Source: an optimization exercise on an open RTL-to-GDS flow (aim: small area, a short achievable clock period and few clock cycles per item). Production flows keep margins and buffers that such runs may drop.
In this exercise RTL edits were held to simulation tests only and were not proved equivalent to the original.

[design.v]
module qic_dec (
    input  wire         clk,
    input  wire         rst,         
    input  wire         in_valid,
    output wire         in_ready,
    input  wire         in_first,    
    input  wire [127:0] in_bits,     
    input  wire [383:0] in_rel,      
    output reg          out_valid,
    output reg  [119:0] out_data,
    output reg  [2:0]   out_corr     
);
    localparam [7:0] MARKER = 8'hB4;
    function automatic [6:0] col_of(input integer k);
        integer v, n, w, b;
        begin
            col_of = 7'd0;
            if (k >= 120 && k < 127) begin
                col_of = 7'd1 << (k - 120);
            end else if (k < 120) begin
                n = 0;
                for (v = 0; v < 128; v = v + 1) begin
                    w = 0;
                    for (b = 0; b < 7; b = b + 1)
                        w = w + ((v >> b) & 1);
                    if (w >= 2) begin
                        if (n == k) col_of = v[6:0];
                        n = n + 1;
                    end
                end
            end
        end
    endfunction
    function automatic [6:0] pos_of(input [6:0] s);
        begin
            case (s)
                7'h00: pos_of = 7'd127;
                7'h01: pos_of = 7'd120;
                7'h02: pos_of = 7'd121;
                7'h04: pos_of = 7'd122;
                7'h08: pos_of = 7'd123;
                7'h10: pos_of = 7'd124;
                7'h20: pos_of = 7'd125;
                7'h40: pos_of = 7'd126;
                default: begin
                    if (s[6])      pos_of = s - 7'd8;
                    else if (s[5]) pos_of = s - 7'd7;
                    else if (s[4]) pos_of = s - 7'd6;
                    else if (s[3]) pos_of = s - 7'd5;
                    else if (s[2]) pos_of = s - 7'd4;
                    else           pos_of = s - 7'd3;
                end
            endcase
        end
    endfunction
    reg         r_valid;
    reg [127:0] r_bits;
    reg [383:0] r_rel;
    assign in_ready = 1'b1;
    always @(posedge clk) begin
        if (rst) begin
            r_valid <= 1'b0;
        end else begin
            r_valid <= in_valid;
        end
        if (in_valid) begin
            r_bits <= in_first ? (in_bits ^ {MARKER, 120'd0}) : in_bits;
            r_rel  <= in_rel;
        end
    end
    wire [6:0] col [0:127];
    genvar gk;
    generate
        for (gk = 0; gk < 128; gk = gk + 1) begin : g_col
            assign col[gk] = col_of(gk);
        end
    endgenerate
    reg [7:0] syn0;
    integer k;
    always @(*) begin
        syn0 = 8'd0;
        for (k = 0; k < 128; k = k + 1)
            if (r_bits[k]) syn0 = syn0 ^ {1'b1, col[k]};
    end
    wire [6:0] lrb_pos [0:3];
    wire [2:0] lrb_rel [0:3];
    genvar gr, gn;
    generate
        for (gr = 0; gr < 4; gr = gr + 1) begin : g_round
            wire [10:0] node [0:254];
            for (gn = 0; gn < 128; gn = gn + 1) begin : g_leaf
                wire used;
                if (gr == 0) begin : g_u0
                    assign used = 1'b0;
                end else begin : g_un
                    reg u;
                    integer j;
                    always @(*) begin
                        u = 1'b0;
                        for (j = 0; j < gr; j = j + 1)
                            if (lrb_pos[j] == gn) u = 1'b1;
                    end
                    assign used = u;
                end
                assign node[127 + gn] = {used, r_rel[3*gn +: 3], gn[6:0]};
            end
            for (gn = 0; gn < 127; gn = gn + 1) begin : g_node
                wire [10:0] a = node[2*gn + 1];
                wire [10:0] b = node[2*gn + 2];
                assign node[gn] = (b < a) ? b : a;
            end
            assign lrb_pos[gr] = node[0][6:0];
            assign lrb_rel[gr] = node[0][9:7];
        end
    endgenerate
    reg  [7:0] cand_syn  [0:15];
    reg  [5:0] cand_cost [0:15];
    reg        cand_ok   [0:15];
    reg        cand_fix  [0:15];    
    reg  [6:0] cand_epos [0:15];
    reg  [2:0] cand_nchg [0:15];    
    integer c, i;
    reg       hit;
    reg [2:0] erel;
    always @(*) begin
        hit  = 1'b0;
        erel = 3'd0;
        for (c = 0; c < 16; c = c + 1) begin
            cand_syn[c]  = syn0;
            cand_cost[c] = 6'd0;
            cand_nchg[c] = 3'd0;
            for (i = 0; i < 4; i = i + 1) begin
                if (c[i]) begin
                    cand_syn[c]  = cand_syn[c] ^ {1'b1, col[lrb_pos[i]]};
                    cand_cost[c] = cand_cost[c] + {3'd0, lrb_rel[i]};
                    cand_nchg[c] = cand_nchg[c] + 3'd1;
                end
            end
            cand_epos[c] = pos_of(cand_syn[c][6:0]);
            cand_fix[c]  = cand_syn[c][7];
            cand_ok[c]   = cand_syn[c][7] || (cand_syn[c][6:0] == 7'd0);
            if (cand_fix[c]) begin
                hit = 1'b0;
                for (i = 0; i < 4; i = i + 1)
                    if (c[i] && lrb_pos[i] == cand_epos[c]) hit = 1'b1;
                erel = r_rel[3*cand_epos[c] +: 3];
                if (hit) begin
                    cand_cost[c] = cand_cost[c] - {3'd0, erel};
                    cand_nchg[c] = cand_nchg[c] - 3'd1;
                end else begin
                    cand_cost[c] = cand_cost[c] + {3'd0, erel};
                    cand_nchg[c] = cand_nchg[c] + 3'd1;
                end
            end
        end
    end
    reg [3:0] best;
    reg [5:0] best_cost;
    reg       best_ok;
    always @(*) begin
        best      = 4'd0;
        best_cost = cand_cost[0];
        best_ok   = cand_ok[0];
        for (c = 1; c < 16; c = c + 1) begin
            if (cand_ok[c] && (!best_ok || cand_cost[c] < best_cost)) begin
                best      = c[3:0];
                best_cost = cand_cost[c];
                best_ok   = 1'b1;
            end
        end
    end
    reg [127:0] flip;
    always @(*) begin
        flip = 128'd0;
        for (i = 0; i < 4; i = i + 1)
            if (best[i]) flip[lrb_pos[i]] = ~flip[lrb_pos[i]];
        if (cand_fix[best]) flip[cand_epos[best]] = ~flip[cand_epos[best]];
    end
    wire [127:0] fixed = r_bits ^ flip;
    always @(posedge clk) begin
        if (rst) begin
            out_valid <= 1'b0;
        end else begin
            out_valid <= r_valid;
        end
        if (r_valid) begin
            out_data <= fixed[119:0];
            out_corr <= cand_nchg[best];
        end
    end
endmodule
[run.sh]
#!/bin/bash
# synth_recipe.tcl (not shown) runs the flow's synth.tcl, then flattens the netlist and writes it again
# the make line also repeats each setting of config.mk as NAME=value (left out here)
make -C /OpenROAD-flow-scripts/flow DESIGN_CONFIG=/design/flow/config.mk WORK_HOME=/design/flow/orfs CLKGATE_MAP_FILE= SYNTH_SCRIPT=/design/flow/synth_recipe.tcl finish
[config.mk]
export PLATFORM = sky130hd
export DESIGN_NAME = qic_dec
export DESIGN_NICKNAME = qic_dec
export VERILOG_FILES = /design/flow/design.v
export SDC_FILE = /design/flow/constraint.sdc
export NUM_CORES = 8
export LEC_CHECK = 0
export CAP_MARGIN = 20
export CORE_MARGIN = 2
export CORE_UTILIZATION = 22
export PLACE_DENSITY = 0.35
export SLEW_MARGIN = 20
[constraint.sdc]
create_clock -name core_clock -period 70.0 [get_ports {clk}]
set_input_delay 14.0000 -clock core_clock [delete_from_list [all_inputs] [get_ports {clk}]]
set_output_delay 14.0000 -clock core_clock [all_outputs]
set_load 0.01 [all_outputs]
==> summary.md <==
| Metric | Value |
|---|---|
| Outcome | `finished clean` |
| Endpoints failing setup | `0` |
| Clock sinks | `637` |
| Slowest stage delay, CP | `0.87 ns` |
| Final hold violation count | `0` |
| Most common cell after layout, fill and taps aside | `buf_4` |
| CP Launch Type | `register` |
| Via count | `269260` |
| Worst slew pin tran | `1.38 ns` |
| Commonest cells after routing, fill and taps aside | `6923 x buf_4, 3444 x nand2_1, 2483 x nor2_1` |
| Worst endpoint required time | `70.72 ns` |
| Fraction of layout cells with a size suffix above 1 | `28.7%` |
| Pin count of the biggest net entering global routing | `126` |
| FP Rows | `345` |
| Overall Global Routing Usage | `44.8%` |
| Period utilisation layout | `97.2%` |
| Die W | `944 microns` |
| Fin Hold WS | `0.613 ns` |
| Pre-CTS setup slack | `-3.69 ns` |
| Most frequent CP cell | `buf_4` |
| TritonCTS clock tree | `built` |
| Synth Register Bits | `637` |
| Clk latency of the worst-skew pair | `1.05 ns` |
| Area leader, netlist | `mux2i_1` |
| Worst hold path class | `reg2reg` |
| Minimum clock period | `68.04 ns` |
| Worst Path Arrival | `68.76 ns` |
| Crit end category | `register` |
| Maxcap violations | `0` |
| DR iter-0 viols | `38353` |
| Initial Util | `22.0%` |
| Core ar. | `882000 sq um` |
| Final ANT Viol Nets | `0` |
| DP HPWL | `1730000 microns` |
| Final Util | `31.4%` |
| Initial antenna violation count | `447` |
| CTS Buffer Depth | `4` |
| CTS root buffer | `clkbuf_16` |
| Grt ovf | `0` |
| Die ar. | `891000 sq um` |
| Final setup margin | `1.96 ns` |
| Area growth syn-to-layout | `42.6%` |
| Yosys warns | `7` |
| Synth area leaders | `mux2i_1 10%, ha_1 9.9%, edfxtp_1 9.8%` |
| Post-synth EDFFs | `635` |
| Port Buffer Count | `639` |
| Slowest CP cell | `a2111oi_0` |
| Number of global-route vias before repair | `242281` |
| Netlist Area Pre-Place | `194000 sq um` |
| Slew margin rel. | `7.52%` |
| Die Y-Extent | `944 microns` |
| Reg clk slew, reported paths | `0.06 ns` |
| Mapped Cells | `27267` |
| Avg Inst Size Synth | `7.13 sq um` |
| CTS buffer count | `90` |
| DRC violations left | `0` |
| Max Slew Vio Count | `0` |
| # IOs | `641` |
| Global-route wire length before repair | `2630000 microns` |
| Vias per Instance | `5.92` |
| Fmax | `14.7 MHz` |
| Worst Skew | `0.170 ns` |
| Top_reg_cell synth | `edfxtp_1` |
| Drt pass-1 iters | `10` |
| Routed len/inst | `46.2 microns` |
| Crit Path Max Fanout | `19` |
| Unique masters post-synth | `199` |
| Setup Crit Path Kind | `reg2reg` |
| Post-CTS Hold Fix Bufs | `0` |
| Gp weighted congestion | `1.10` |
| Final net count | `35254` |
| H-tree Lvls | `3` |
| Post-synth ARST share | `0%` |
| Synth Net Count | `29355` |
| Post-synth top area share | `10.4%` |
| Post-synthesis sequential area ratio | `9.83%` |
| Post-Route WL | `2100000 microns` |
-- registers in the layout, indices dropped and copies added, names as in the netlist --
register,count
out_corr,3
out_data,120
out_valid,1
r_bits,128
r_rel,384
r_valid,1
-- Yosys cell counts (121+ instances only) --
master,n
and2_1,266
mux2_2,342
ha_1,1536
mux4_2,297
o211ai_1,512
o21ai_1,133
o21bai_1,148
a211oi_1,1207
a21o_1,353
o31ai_1,163
o22ai_1,155
clkbuf_1,1853
buf_1,276
nor2b_1,344
a21oi_1,2376
o21ai_0,1347
mux2i_1,2014
a311oi_1,373
o21a_1,197
edfxtp_1,635
xnor2_1,708
nor3_1,298
nand3_1,476
xor2_1,121
nand2_1,3457
nand2b_1,194
nand3b_1,126
inv_1,1381
and3_1,187
nor2_1,2542
a31oi_1,450
-- layer usage --
layer,vias up,share of wire (%),wire length [microns],GRT usage [%]
met5,-,0.074,1570,0
met4,136,11,227000,38.9
met3,4496,10,212000,13.4
met2,17837,40,842000,64.0
met1,133997,39,821000,54.5
li1,112794,-,-,-
-- final cells by class --
cell class / count / area [sq um]
Timing Repair Buffer: 8142 / 69800
Fill cell: 95371 / 605000
Multi-Input combinational cell: 22845 / 164000
Clock buffer: 116 / 2420
Sequential cell: 637 / 19100
Antenna cell: 479 / 1200
Tap cell: 11798 / 14800
Clock inverter: 44 / 489
Inverter: 1450 / 5520
-- final timing paths --
kind              cells past startpoint  slack (ns)                     end                 start
setup / recovery                    321        1.96  out_data[91]$_DFFE_PP_  r_rel[304]$_DFFE_PP_
hold / removal                        1        0.61  out_data[37]$_DFFE_PP_  r_bits[37]$_DFFE_PP_
setup reg to reg                    321        1.96  out_data[91]$_DFFE_PP_  r_rel[304]$_DFFE_PP_
hold reg to reg                       1        0.61  out_data[37]$_DFFE_PP_  r_bits[37]$_DFFE_PP_
-- logic make-up after synthesis --
kind of cell,count (synthesis),synth area share [%]
AND/OR/NAND/NOR,8562,19.7
multiplexers,2673,15.9
adder cells (fa/ha/maj),1684,10.8
buffers and inverters,3785,8.05
other,1,0.00193
AO/OA/AOI/OAI,9081,31.7
flip-flops,637,9.83
XOR/XNOR,844,3.89
-- metrics by stage --
step | cell area [sq um] | cells | setup TNS (ns)
after floorplan | 195000 | 27267 | 0
after global placement | 270000 | 44780 | -538.62
after detailed placement | 270000 | 44783 | -423.87
after CTS | 274000 | 44962 | 0
after global routing | 277000 | 45298 | -2.48
final | 277000 | 45511 | 0
-- worst max-delay path, delay by kind of cell (launching register included) --
kind	cells	cell delay, ns
buffers and inverters	72	13.21
adders and majority gates	39	10.52
muxes	16	4.82
xor gates and xnor gates	3	0.50
and+or+nand+nor	61	9.26
AOI/OAI and AO/OA	130	28.02
DFF	1	0.62
-- timing repair --
item / 4_1_cts / 5_1_grt
setup buffers: 19 / 68
gates resized for setup: 70 / 424
gates cloned: 0 / 1
endpoints found under the setup margin: 120 / 120
pin swaps: 10 / 34
endpoints found under the hold margin: 0 / 0
Testbench counts, summed over its fixed seeds: cycles 4,104, items 4,096.

[separate check: timing with driven ports]
No port has a modelled driver above. Below, the same layout with a new extraction and two added sets of constraints.
Step 1: set_driving_cell puts a clkbuf_16 on clk and a buf_2 on each other input, an assumption about the parent block.
Step 2, shift: input delay + t, output delay - t, t = (earliest + latest rising clock arrival at the registers) / 2. This alone moves slack from input paths to output paths.
a / b / c = no drivers / after step 1 / after step 2; a / b = the first two.
t (ns): 1.120
slack for setup (ns): 1.957 / 1.957 / 1.957
clock arrival spread, ns: 0.170 / 0.170
worst register clock-pin slew, ns: 0.08 / 0.08
After both steps setup and hold are still met in this run. For this run, drivers alone change the setup slack by 0.000 ns; drivers and shift together by 0.000 ns.
